This design comes from an exercise in tuning for small area, a short achievable clock period and few clock cycles per item on the open sky130 flow, not from production work.
The RTL of this run was laid out without a check of its function.

`flow/design.v`:
```
module cmac_sbox (
    input  wire [7:0] a,
    output wire [7:0] y
);
    wire U0, U1, U2, U3, U4, U5, U6, U7;
    assign U0 = a[7];
    assign U1 = a[6];
    assign U2 = a[5];
    assign U3 = a[4];
    assign U4 = a[3];
    assign U5 = a[2];
    assign U6 = a[1];
    assign U7 = a[0];
    wire T1, T2, T3, T4, T5, T6, T7, T8, T9, T10, T11, T12, T13, T14, T15, T16, T17, T18, T19, T20, T21, T22, T23, T24, T25, T26, T27, M1, M2, M3, M4, M5, M6, M7, M8, M9, M10, M11, M12, M13, M14, M15, M16, M17, M18, M19, M20, M21, M22, M23, M24, M25, M26, M27, M28, M29, M30, M31, M32, M33, M34, M35, M36, M37, M38, M39, M40, M41, M42, M43, M44, M45, M46, M47, M48, M49, M50, M51, M52, M53, M54, M55, M56, M57, M58, M59, M60, M61, M62, M63, L0, L1, L2, L3, L4, L5, L6, L7, L8, L9, L10, L11, L12, L13, L14, L15, L16, L17, L18, L19, L20, L21, L22, L23, L24, L25, L26, L27, L28, L29, S0, S1, S2, S3, S4, S5, S6, S7;
    assign T1 = U0 ^ U3;
    assign T2 = U0 ^ U5;
    assign T3 = U0 ^ U6;
    assign T4 = U3 ^ U5;
    assign T5 = U4 ^ U6;
    assign T6 = T1 ^ T5;
    assign T7 = U1 ^ U2;
    assign T8 = U7 ^ T6;
    assign T9 = U7 ^ T7;
    assign T10 = T6 ^ T7;
    assign T11 = U1 ^ U5;
    assign T12 = U2 ^ U5;
    assign T13 = T3 ^ T4;
    assign T14 = T6 ^ T11;
    assign T15 = T5 ^ T11;
    assign T16 = T5 ^ T12;
    assign T17 = T9 ^ T16;
    assign T18 = U3 ^ U7;
    assign T19 = T7 ^ T18;
    assign T20 = T1 ^ T19;
    assign T21 = U6 ^ U7;
    assign T22 = T7 ^ T21;
    assign T23 = T2 ^ T22;
    assign T24 = T2 ^ T10;
    assign T25 = T20 ^ T17;
    assign T26 = T3 ^ T16;
    assign T27 = T1 ^ T12;
    assign M1 = T13 & T6;
    assign M2 = T23 & T8;
    assign M3 = T14 ^ M1;
    assign M4 = T19 & U7;
    assign M5 = M4 ^ M1;
    assign M6 = T3 & T16;
    assign M7 = T22 & T9;
    assign M8 = T26 ^ M6;
    assign M9 = T20 & T17;
    assign M10 = M9 ^ M6;
    assign M11 = T1 & T15;
    assign M12 = T4 & T27;
    assign M13 = M12 ^ M11;
    assign M14 = T2 & T10;
    assign M15 = M14 ^ M11;
    assign M16 = M3 ^ M2;
    assign M17 = M5 ^ T24;
    assign M18 = M8 ^ M7;
    assign M19 = M10 ^ M15;
    assign M20 = M16 ^ M13;
    assign M21 = M17 ^ M15;
    assign M22 = M18 ^ M13;
    assign M23 = M19 ^ T25;
    assign M24 = M22 ^ M23;
    assign M25 = M22 & M20;
    assign M26 = M21 ^ M25;
    assign M27 = M20 ^ M21;
    assign M28 = M23 ^ M25;
    assign M29 = M28 & M27;
    assign M30 = M26 & M24;
    assign M31 = M20 & M23;
    assign M32 = M27 & M31;
    assign M33 = M27 ^ M25;
    assign M34 = M21 & M22;
    assign M35 = M24 & M34;
    assign M36 = M24 ^ M25;
    assign M37 = M21 ^ M29;
    assign M38 = M32 ^ M33;
    assign M39 = M23 ^ M30;
    assign M40 = M35 ^ M36;
    assign M41 = M38 ^ M40;
    assign M42 = M37 ^ M39;
    assign M43 = M37 ^ M38;
    assign M44 = M39 ^ M40;
    assign M45 = M42 ^ M41;
    assign M46 = M44 & T6;
    assign M47 = M40 & T8;
    assign M48 = M39 & U7;
    assign M49 = M43 & T16;
    assign M50 = M38 & T9;
    assign M51 = M37 & T17;
    assign M52 = M42 & T15;
    assign M53 = M45 & T27;
    assign M54 = M41 & T10;
    assign M55 = M44 & T13;
    assign M56 = M40 & T23;
    assign M57 = M39 & T19;
    assign M58 = M43 & T3;
    assign M59 = M38 & T22;
    assign M60 = M37 & T20;
    assign M61 = M42 & T1;
    assign M62 = M45 & T4;
    assign M63 = M41 & T2;
    assign L0 = M61 ^ M62;
    assign L1 = M50 ^ M56;
    assign L2 = M46 ^ M48;
    assign L3 = M47 ^ M55;
    assign L4 = M54 ^ M58;
    assign L5 = M49 ^ M61;
    assign L6 = M62 ^ L5;
    assign L7 = M46 ^ L3;
    assign L8 = M51 ^ M59;
    assign L9 = M52 ^ M53;
    assign L10 = M53 ^ L4;
    assign L11 = M60 ^ L2;
    assign L12 = M48 ^ M51;
    assign L13 = M50 ^ L0;
    assign L14 = M52 ^ M61;
    assign L15 = M55 ^ L1;
    assign L16 = M56 ^ L0;
    assign L17 = M57 ^ L1;
    assign L18 = M58 ^ L8;
    assign L19 = M63 ^ L4;
    assign L20 = L0 ^ L1;
    assign L21 = L1 ^ L7;
    assign L22 = L3 ^ L12;
    assign L23 = L18 ^ L2;
    assign L24 = L15 ^ L9;
    assign L25 = L6 ^ L10;
    assign L26 = L7 ^ L9;
    assign L27 = L8 ^ L10;
    assign L28 = L11 ^ L14;
    assign L29 = L11 ^ L17;
    assign S0 = L6 ^ L24;
    assign S1 = ~(L16 ^ L26);
    assign S2 = ~(L19 ^ L28);
    assign S3 = L6 ^ L21;
    assign S4 = L20 ^ L22;
    assign S5 = L25 ^ L29;
    assign S6 = ~(L13 ^ L27);
    assign S7 = ~(L6 ^ L23);
    assign y = {S0, S1, S2, S3, S4, S5, S6, S7};
endmodule
module cmac_tag (
    input  wire         clk,
    input  wire         rst,           
    input  wire         in_valid,
    output wire         in_ready,
    input  wire         in_first,      
    input  wire         in_last,       
    input  wire [4:0]   in_nbytes,     
    input  wire [127:0] in_data,
    input  wire [127:0] key,
    output reg          tag_valid,
    output reg  [63:0]  tag
);
    localparam [2:0] S_IDLE = 3'd0,    
                     S_LCMP = 3'd1,    
                     S_LRDY = 3'd2,    
                     S_RUN  = 3'd3,    
                     S_WAIT = 3'd4;    
    reg [2:0]   state;
    reg [3:0]   rnd;                   
    reg         rlast;                 
    reg         mid;                   
    reg [127:0] s;                     
    reg [127:0] rk;                    
    reg [127:0] kq;                    
    reg [127:0] l;                     
    reg         lv;                    
    reg         kn;                    
    reg         blk_last;              
    reg         offer_q;               
    reg         hit_q;                 
    wire st_idle = (state == S_IDLE);
    wire st_lcmp = (state == S_LCMP);
    wire st_lrdy = (state == S_LRDY);
    wire st_run  = (state == S_RUN);
    wire st_wait = (state == S_WAIT);
    assign in_ready = (st_idle && offer_q && hit_q) ||
                      (st_lcmp && rlast && !blk_last) ||
                      st_lrdy || st_wait ||
                      (st_run && rlast && (!blk_last || (offer_q && hit_q)));
    wire take   = in_valid && in_ready;
    wire kq_load = (st_idle || (st_run && blk_last)) && offer_q && !hit_q && !kn;
    wire lstart  = (st_idle || (st_run && rlast && blk_last)) && offer_q && kn && in_valid;
    wire [127:0] sb;                   
    genvar g;
    generate
        for (g = 0; g < 16; g = g + 1) begin : g_sub
            cmac_sbox u_sbox (.a(s[8*g +: 8]), .y(sb[8*g +: 8]));
        end
    endgenerate
    wire [127:0] sr;                   
    generate
        for (g = 0; g < 16; g = g + 1) begin : g_shift
            localparam integer R   = g % 4;
            localparam integer COL = g / 4;
            localparam integer SRC = R + 4 * ((COL + R) % 4);
            assign sr[127 - 8*g -: 8] = sb[127 - 8*SRC -: 8];
        end
    endgenerate
    wire [127:0] se;                   
    wire [127:0] ke = rk ^ se;
    wire [127:0] mk, lke, lk;
    generate
        for (g = 0; g < 4; g = g + 1) begin : g_mix
            wire [7:0] a0 = sr[127 - 32*g      -: 8];
            wire [7:0] a1 = sr[127 - 32*g - 8  -: 8];
            wire [7:0] a2 = sr[127 - 32*g - 16 -: 8];
            wire [7:0] a3 = sr[127 - 32*g - 24 -: 8];
            wire [7:0] k0 = ke[127 - 32*g      -: 8];
            wire [7:0] k1 = ke[127 - 32*g - 8  -: 8];
            wire [7:0] k2 = ke[127 - 32*g - 16 -: 8];
            wire [7:0] k3 = ke[127 - 32*g - 24 -: 8];
            wire [7:0] e0 = a0 ^ a1;
            wire [7:0] e1 = a1 ^ a2;
            wire [7:0] e2 = a2 ^ a3;
            wire [7:0] e3 = a3 ^ a0;
            wire [7:0] x0 = {e0[6:0], 1'b0} ^ (e0[7] ? 8'h1b : 8'h00);
            wire [7:0] x1 = {e1[6:0], 1'b0} ^ (e1[7] ? 8'h1b : 8'h00);
            wire [7:0] x2 = {e2[6:0], 1'b0} ^ (e2[7] ? 8'h1b : 8'h00);
            wire [7:0] x3 = {e3[6:0], 1'b0} ^ (e3[7] ? 8'h1b : 8'h00);
            assign mk[127 - 32*g      -: 8] = (e1 ^ (a3 ^ k0)) ^ x0;
            assign mk[127 - 32*g - 8  -: 8] = (e2 ^ (a0 ^ k1)) ^ x1;
            assign mk[127 - 32*g - 16 -: 8] = (e3 ^ (a1 ^ k2)) ^ x2;
            assign mk[127 - 32*g - 24 -: 8] = (e0 ^ (a2 ^ k3)) ^ x3;
            assign lke[127 - 32*g -: 32] = {a0 ^ k0, a1 ^ k1, a2 ^ k2, a3 ^ k3};
            assign lk[127 - 32*g -: 32]  = {a0, a1, a2, a3} ^ rk[127 - 32*g -: 32];
        end
    endgenerate
    wire [127:0] src = mid ? rk : kq;
    wire r1 = (rnd == 4'd1), r2 = (rnd == 4'd2), r3 = (rnd == 4'd3),
         r4 = (rnd == 4'd4), r5 = (rnd == 4'd5), r6 = (rnd == 4'd6),
         r7 = (rnd == 4'd7), r8 = (rnd == 4'd8), r9 = (rnd == 4'd9);
    wire [7:0] rcon = {mid & r7,
                       mid & r6,
                       mid & (r5 | r9),
                       mid & (r4 | r8 | r9),
                       mid & (r3 | r8),
                       mid & (r2 | r9),
                       mid & (r1 | r8 | r9),
                       !mid | r8};
    wire [31:0] w3  = src[31:0];
    wire [31:0] rot = {w3[23:0], w3[31:24]};
    wire [31:0] subw;
    generate
        for (g = 0; g < 4; g = g + 1) begin : g_ksub
            cmac_sbox u_ksbox (.a(rot[8*g +: 8]), .y(subw[8*g +: 8]));
        end
    endgenerate
    wire [31:0]  p0   = src[127:96] ^ {rcon, 24'd0};
    wire [31:0]  p1   = src[95:64]  ^ p0;
    wire [31:0]  p2   = src[63:32]  ^ p1;
    wire [31:0]  p3   = src[31:0]   ^ p2;
    wire [127:0] rk_next   = {p0, p1, p2, p3} ^ {4{subw}};
    wire [127:0] k1 = {l[126:0], 1'b0} ^ (l[127] ? 128'h87 : 128'h0);
    wire [127:0] k2 = {k1[126:0], 1'b0} ^ (k1[127] ? 128'h87 : 128'h0);
    wire        full = in_nbytes[4];
    reg  [15:0] dec;                   
    reg  [15:0] lt;                    
    integer j;
    always @(*) begin
        for (j = 0; j < 16; j = j + 1) begin
            dec[j] = (in_nbytes[3:0] == j);
            lt[j]  = (in_nbytes[3:0] >  j);
        end
    end
    wire [15:0] keep = lt | {16{full}};    
    reg [127:0] padded;
    integer i;
    always @(*) begin
        for (i = 0; i < 16; i = i + 1)
            padded[127 - 8*i -: 8] = (!in_last || keep[i]) ? in_data[127 - 8*i -: 8] :
                                     {dec[i] && !full, 7'd0};
    end
    wire [127:0] m_blk   = padded ^ (!in_last ? 128'd0 : full ? k1 : k2);
    wire sel_r  = (st_lcmp || st_run) && !(rlast && (st_lcmp || blk_last));
    wire sel_m  = sel_r && !rlast;     
    wire sel_l  = sel_r && rlast;      
    wire y_key  = take || lstart || !(sel_r || st_wait);
    wire [127:0] y = (take ? m_blk : 128'd0) ^ (y_key ? kq : 128'd0);
    assign se = ({128{st_wait}} & s) ^ y;
    wire busy = st_lcmp || st_run;
    always @(posedge clk) begin
        s <= ({128{sel_m}} & mk) | ({128{sel_l}} & lke) | ({128{!sel_r}} & se);
        tag <= lk[127:64];
        rk <= rk_next;
        if (kq_load)
            kq <= key;
        if (st_lcmp && rlast)
            l <= lk;
    end
    always @(posedge clk) begin
        if (rst) begin
            state     <= S_IDLE;
            tag_valid <= 1'b0;
            lv        <= 1'b0;
            kn        <= 1'b0;
            offer_q   <= 1'b0;
            hit_q     <= 1'b0;
            rnd       <= 4'd1;
            rlast     <= 1'b0;
            mid       <= 1'b0;
            blk_last  <= 1'b0;
        end else begin
            tag_valid <= 1'b0;
            offer_q   <= in_valid && !take;
            hit_q     <= lv && (key == kq) && !kq_load;
            if (kq_load) begin
                kn <= 1'b1;
                lv <= 1'b0;
            end
            if (take || lstart) begin
                rnd   <= 4'd1;
                rlast <= 1'b0;
                mid   <= 1'b1;
            end else begin
                rnd   <= rnd + 4'd1;
                rlast <= (rnd == 4'd9);
                mid   <= mid && (rnd != 4'd9);
            end
            if (take || lstart)
                blk_last <= in_last;
            case (state)
                S_IDLE: begin
                    if (take)
                        state <= S_RUN;
                    else if (lstart)
                        state <= S_LCMP;
                end
                S_LCMP: begin
                    if (rlast) begin
                        lv    <= 1'b1;
                        kn    <= 1'b0;
                        state <= take ? S_RUN : S_LRDY;
                    end
                end
                S_LRDY: begin
                    if (take)
                        state <= S_RUN;
                end
                S_RUN: begin
                    if (rlast) begin
                        if (blk_last) begin
                            tag_valid <= 1'b1;
                            if (lstart)
                                state <= S_LCMP;
                            else if (!take) begin
                                state <= S_IDLE;
                            end
                        end else if (!take) begin
                            state <= S_WAIT;
                        end
                    end
                end
                S_WAIT: begin
                    if (take)
                        state <= S_RUN;
                end
                default: state <= S_IDLE;
            endcase
        end
    end
endmodule
```
`flow/flow/run.sh`:
```
#!/bin/bash
# Layout flow: the standard flow (standard.sh), with synthesis run by
# flow/synth_custom.tcl, which maps logic with an area-recovering ABC script,
# and the port buffers made of buf_1 cells.
set -euo pipefail
cd "$(dirname "$0")/.."
W=$PWD
bash standard.sh SYNTH_SCRIPT=$W/flow/synth_custom.tcl \
  "BUFFER_PORTS_ARGS=-buffer_cell sky130_fd_sc_hd__buf_1" \
  finish > $W/flow_orfs.log 2>&1
```
`flow/flow/abc_custom.script`:
```
strash
&get -n
&st
&dch
&nf -R 20 -p
&put
topo
stime -c
buffer -c
upsize -c
dnsize -c
```
`flow/flow/synth_custom.tcl`:
```
# The standard flow's synthesis (synth_recipe.tcl) with one change: ABC maps with an
# area-recovering script instead of ORFS's abc_speed.script.
set ::custom_abc_script [file join [file dirname [file normalize [info script]]] abc_custom.script]
proc synth {args} { yosys synth -nofsm -noshare {*}$args }
proc abc {args} {
  set i [lsearch -exact $args -script]
  if { $i >= 0 } {
    set args [lreplace $args [expr {$i + 1}] [expr {$i + 1}] $::custom_abc_script]
  }
  yosys abc {*}$args
}
source $::env(SCRIPTS_DIR)/synth.tcl
# left out here: clear keep_hierarchy, flatten, clean up, hide names made inside functions, write 1_2_yosys.v
```
`flow/standard.sh`:
```
#!/bin/bash
# synth_recipe.tcl (not shown) runs the flow's synth.tcl, then flattens the netlist and writes it again
# the make line also repeats each setting of config.mk as NAME=value (left out here)
make -C /OpenROAD-flow-scripts/flow DESIGN_CONFIG=/design/flow/config.mk WORK_HOME=/design/flow/orfs CLKGATE_MAP_FILE= SYNTH_SCRIPT=/design/flow/synth_recipe.tcl "${@:-finish}"
```
`flow/config.mk`:
```
export PLATFORM = sky130hd
export DESIGN_NAME = cmac_tag
export DESIGN_NICKNAME = cmac_tag
export VERILOG_FILES = /design/flow/design.v
export SDC_FILE = /design/flow/constraint.sdc
export NUM_CORES = 8
export LEC_CHECK = 0
export CAP_MARGIN = 20
export CORE_MARGIN = 2
export CORE_UTILIZATION = 50
export CTS_CLUSTER_DIAMETER = 70
export CTS_CLUSTER_SIZE = 24
export GPL_ROUTABILITY_DRIVEN = 0
export PLACE_DENSITY = 0.6
export SETUP_SLACK_MARGIN = 4
export SLEW_MARGIN = 20
```
`flow/constraint.sdc`:
```
create_clock -name core_clock -period 10.0 [get_ports {clk}]
set_input_delay 2.0000 -clock core_clock [delete_from_list [all_inputs] [get_ports {clk}]]
set_output_delay 2.0000 -clock core_clock [all_outputs]
set_load 0.01 [all_outputs]
```
==> flow_metrics.env <==
export IMPL_initial_utilization_pct=50.3
export IMPL_synth_flop_cell="dfxtp_1"
export IMPL_outcome="complete, no violations"
export IMPL_fillCellCount=10306
export IMPL_hold_viol_final=0
export IMPL_finalSetupViolations=0
export IMPL_die_area_sq_um=117000
export IMPL_drc=0
export IMPL_cts_buffers=60
export IMPL_slowest_stage="o21ai_2"
export IMPL_async_reset_ff_share_pct=0
export IMPL_worstPathArrival_ps=6560
export IMPL_synthCells=6272
export IMPL_via_count=46103
export IMPL_clk_pin_slew_ps=70
export IMPL_synth_edf_count=256
export IMPL_syn_area_sq_um=57300
export IMPL_drt_iter0_drc=4914
export IMPL_chipWidth_um=343
export IMPL_yosysTopAreaCell="xnor2_1"
export IMPL_synth_top_area_share_pct=30.4
export IMPL_end_kind="flop"
export IMPL_ys_seq_area_share_pct=25.1
export IMPL_synthToLayoutAreaGrowth_pct=13.4
export IMPL_port_buffers=330
export IMPL_drive_gt1_share_pct=10.5
export IMPL_fmax_mhz=167
export IMPL_drv_slew=0
export IMPL_grt_pass1_wl_mm=300
export IMPL_routed_wl_mm=214
export IMPL_die_h_um=343
export IMPL_rsz0062_at_grt="true"
export IMPL_synth_distinct_cells=82
export IMPL_path_cells="buf_1, nand2_1, o21ai_2, a32oi_1, a211oi_1, xnor2_1, xnor2_1, xor2_1, xor2_1, xnor2_1, nand2_1, nand2_1, o21ai_0"
export IMPL_cts_tree="built"
export IMPL_grt_pass1_vias=43481
export IMPL_grt_overflow=0
export IMPL_cp_start_kind="input pin"
export IMPL_cts_sinks=591
export IMPL_cts_root_buf="clkbuf_16"
export IMPL_tightest_slew_ps=1380
export IMPL_clockBufferDepth=3
export IMPL_dr_pass1_iters=6
export IMPL_syn_mean_instance_area_sq_um=9.14
export IMPL_hold_class="flop to flop"
export IMPL_fin_nets=6925
export IMPL_crit_type="input pin to flop"
export IMPL_grt_usage_pct=35.2
export IMPL_wl_per_cell_um=26.1
export IMPL_timing_final_crit_period_ps=5990
export IMPL_syn_num_nets=6582
export IMPL_crit_fanout=13
export IMPL_row_count=124
export IMPL_post_route_period_util_pct=59.9
export IMPL_max_cap_violations=0
export IMPL_cpLargestDelayFamily="compound AO/OA/AOI/OAI gates"
export IMPL_h_tree_depth=2
export IMPL_postRouteAntennaNets=0
export IMPL_seqCellArea_sq_um=14400
export IMPL_hpwl_mm=173
export IMPL_io_pins=332
export IMPL_multi_input_area_sq_um=43500
export IMPL_cp_num_buf_inv=1
export IMPL_fin_worst_skew_ps=29.8
export IMPL_antenna_found_initial=16
export IMPL_synth_area_leaders="xnor2_1 (30%), edfxtp_1 (13%), dfxtp_1 (12%), xor2_1 (11%), nand2_1 (5.2%)"
export IMPL_grt_max_degree=129
export IMPL_timing_slew_headroom_pct=7.68
export IMPL_required_ps=10570
export IMPL_core_area_sq_um=114000
export IMPL_yosys_warnings=1
export IMPL_final_cell_mix="xnor2_1 (1859), nand2_1 (790), xor2_1 (706)"
export IMPL_cts_hold_repair_buffers=0
export IMPL_final_common_cell="xnor2_1"
export IMPL_ys_ff_latch=591
export IMPL_via_per_inst=5.63
export IMPL_fin_util_pct=57.0
export IMPL_worstSkewPairLatency_ps=710
export IMPL_tns_ps=0
export IMPL_slowest_delay_ps=930
-- sequential cells by signal (all words and copies together) (netlist names) --
register,count
lv,1
rk,128
hit_q,1
offer_q,1
mid,1
kn,1
tag_valid,1
kq,128
tag,64
blk_last,1
s,128
state,3
rnd,4
l,128
rlast,1
-- cell families after synthesis --
logic type	synth area share (%)
buffers and inverters	2.24
flip-flops	25.1
AO/OA/AOI/OAI	8.09
multiplexers	2.48
XOR/XNOR	49.6
AND/OR/NAND/NOR	11.5
adder cells (fa/ha/maj)	0.961
-- worst paths after layout --
path / slack, ps / depth (start not counted) / end / from
min reg2reg: 470 / 1 / rnd[0] / rnd[0]
max reg2reg: 4160 / 22 / rk[11] / mid
max: 4010 / 13 / s[15] / in_nbytes[1]
min: 470 / 1 / rnd[0] / rnd[0]
-- layout make-up --
type	count	area share, %
clock buffers	66	2.40
inverters	124	0.724
clock inverters	48	1.01
multi-input cells	5362	67.0
diodes	6	0.0231
repair buffers	476	3.80
well taps	1512	2.91
flip-flops and latches	591	22.2
-- worst register-to-register path, cell delays in order, from the launching register on --
cell     delay, ps
dfxtp_4        450
buf_12         150
buf_4          120
mux2i_4        430
xnor2_4        230
xor2_2         310
xnor2_1        170
ha_1           260
xnor2_2        290
xor2_2         340
inv_1           70
a21oi_1        250
xnor2_2        200
xor2_2         270
xnor2_2        170
nor2_4          70
xnor2_4        300
xor2_2         140
xnor2_1        440
xnor2_1        270
xnor2_2        400
xnor2_1        200
xnor2_1        160
-- stage by stage --
stage | std cells | hold WS [ps] | area (sq um) | worst slack, ps
final | 8185 | 466 | 65000 | 4010
after global routing | 8185 | 486 | 65000 | 3890
after CTS | 8114 | 466 | 63100 | 3940
after detailed placement | 7993 | 446 | 60300 | 2940
after global placement | 7992 | 440 | 60300 | 3100
after floorplan | 6272 | 416 | 57300 | 4910
-- repair_timing --
action / CTS / global route
resized for setup: 64 / 168
setup buffers: 7 / 63
cloned: 0 / 1
hold endpoints to repair: 0 / 0
setup endpoints to repair: 160 / 181
pin swaps: 1 / 38
-- routing by layer --
metal / track usage [%] / vias up / part of all wire (%)
met4: 18.7 / 6 / 6.3
met2: 53.2 / 2291 / 43
met5: 0 / - / 0.020
li1: - / 21103 / -
met1: 47.4 / 22224 / 40
met3: 7.06 / 479 / 10
-- synthesized netlist by cell type, drive strengths merged (4+ instances only) --
| library cell | instances |
|---|---|
| a211oi | 8 |
| a21o | 4 |
| a21oi | 87 |
| a221oi | 40 |
| a22o | 6 |
| a22oi | 259 |
| a2bb2oi | 6 |
| a31oi | 7 |
| a32oi | 4 |
| and2 | 38 |
| and2b | 7 |
| buf | 40 |
| clkbuf | 155 |
| dfxtp | 335 |
| edfxtp | 256 |
| ha | 44 |
| inv | 124 |
| mux2i | 122 |
| nand2 | 791 |
| nand2b | 73 |
| nand3 | 10 |
| nand4 | 11 |
| nor2 | 469 |
| nor2b | 103 |
| nor3 | 14 |
| nor3b | 6 |
| nor4 | 11 |
| o211ai | 21 |
| o21a | 4 |
| o21ai | 160 |
| o22ai | 47 |
| o2bb2ai | 13 |
| xnor2 | 2134 |
| xnor3 | 45 |
| xor2 | 776 |
| xor3 | 9 |

[what the ideal ports hide]
The results above use ideal ports. As a check the final layout listed here was re-extracted and re-timed, cells and wires unchanged.
Step 1 sets driving cells, clkbuf_16 on the clock port and buf_2 on the other inputs (assumed; they add their load-dependent delay and slew).
Step 2 adds t to the input delays and takes it off the output delays; t is the mean of the earliest and latest rising clock arrival at the registers after step 1. Input paths then give back, and output paths get back, about the clock's delay inside the block.
Three values: ideal ports, drivers, drivers and shift; two values: the first two.
shift t [ns]: 0.765
slack for setup (ns): 4.013 / 4.053 / 3.288
clock arrival spread, ns: 0.034 / 0.034
slew at the worst register clock pin (ns): 0.10 / 0.10
After both steps this run still meets setup and hold. For this run, drivers alone change the setup slack by +0.040 ns; drivers and shift together by -0.725 ns.
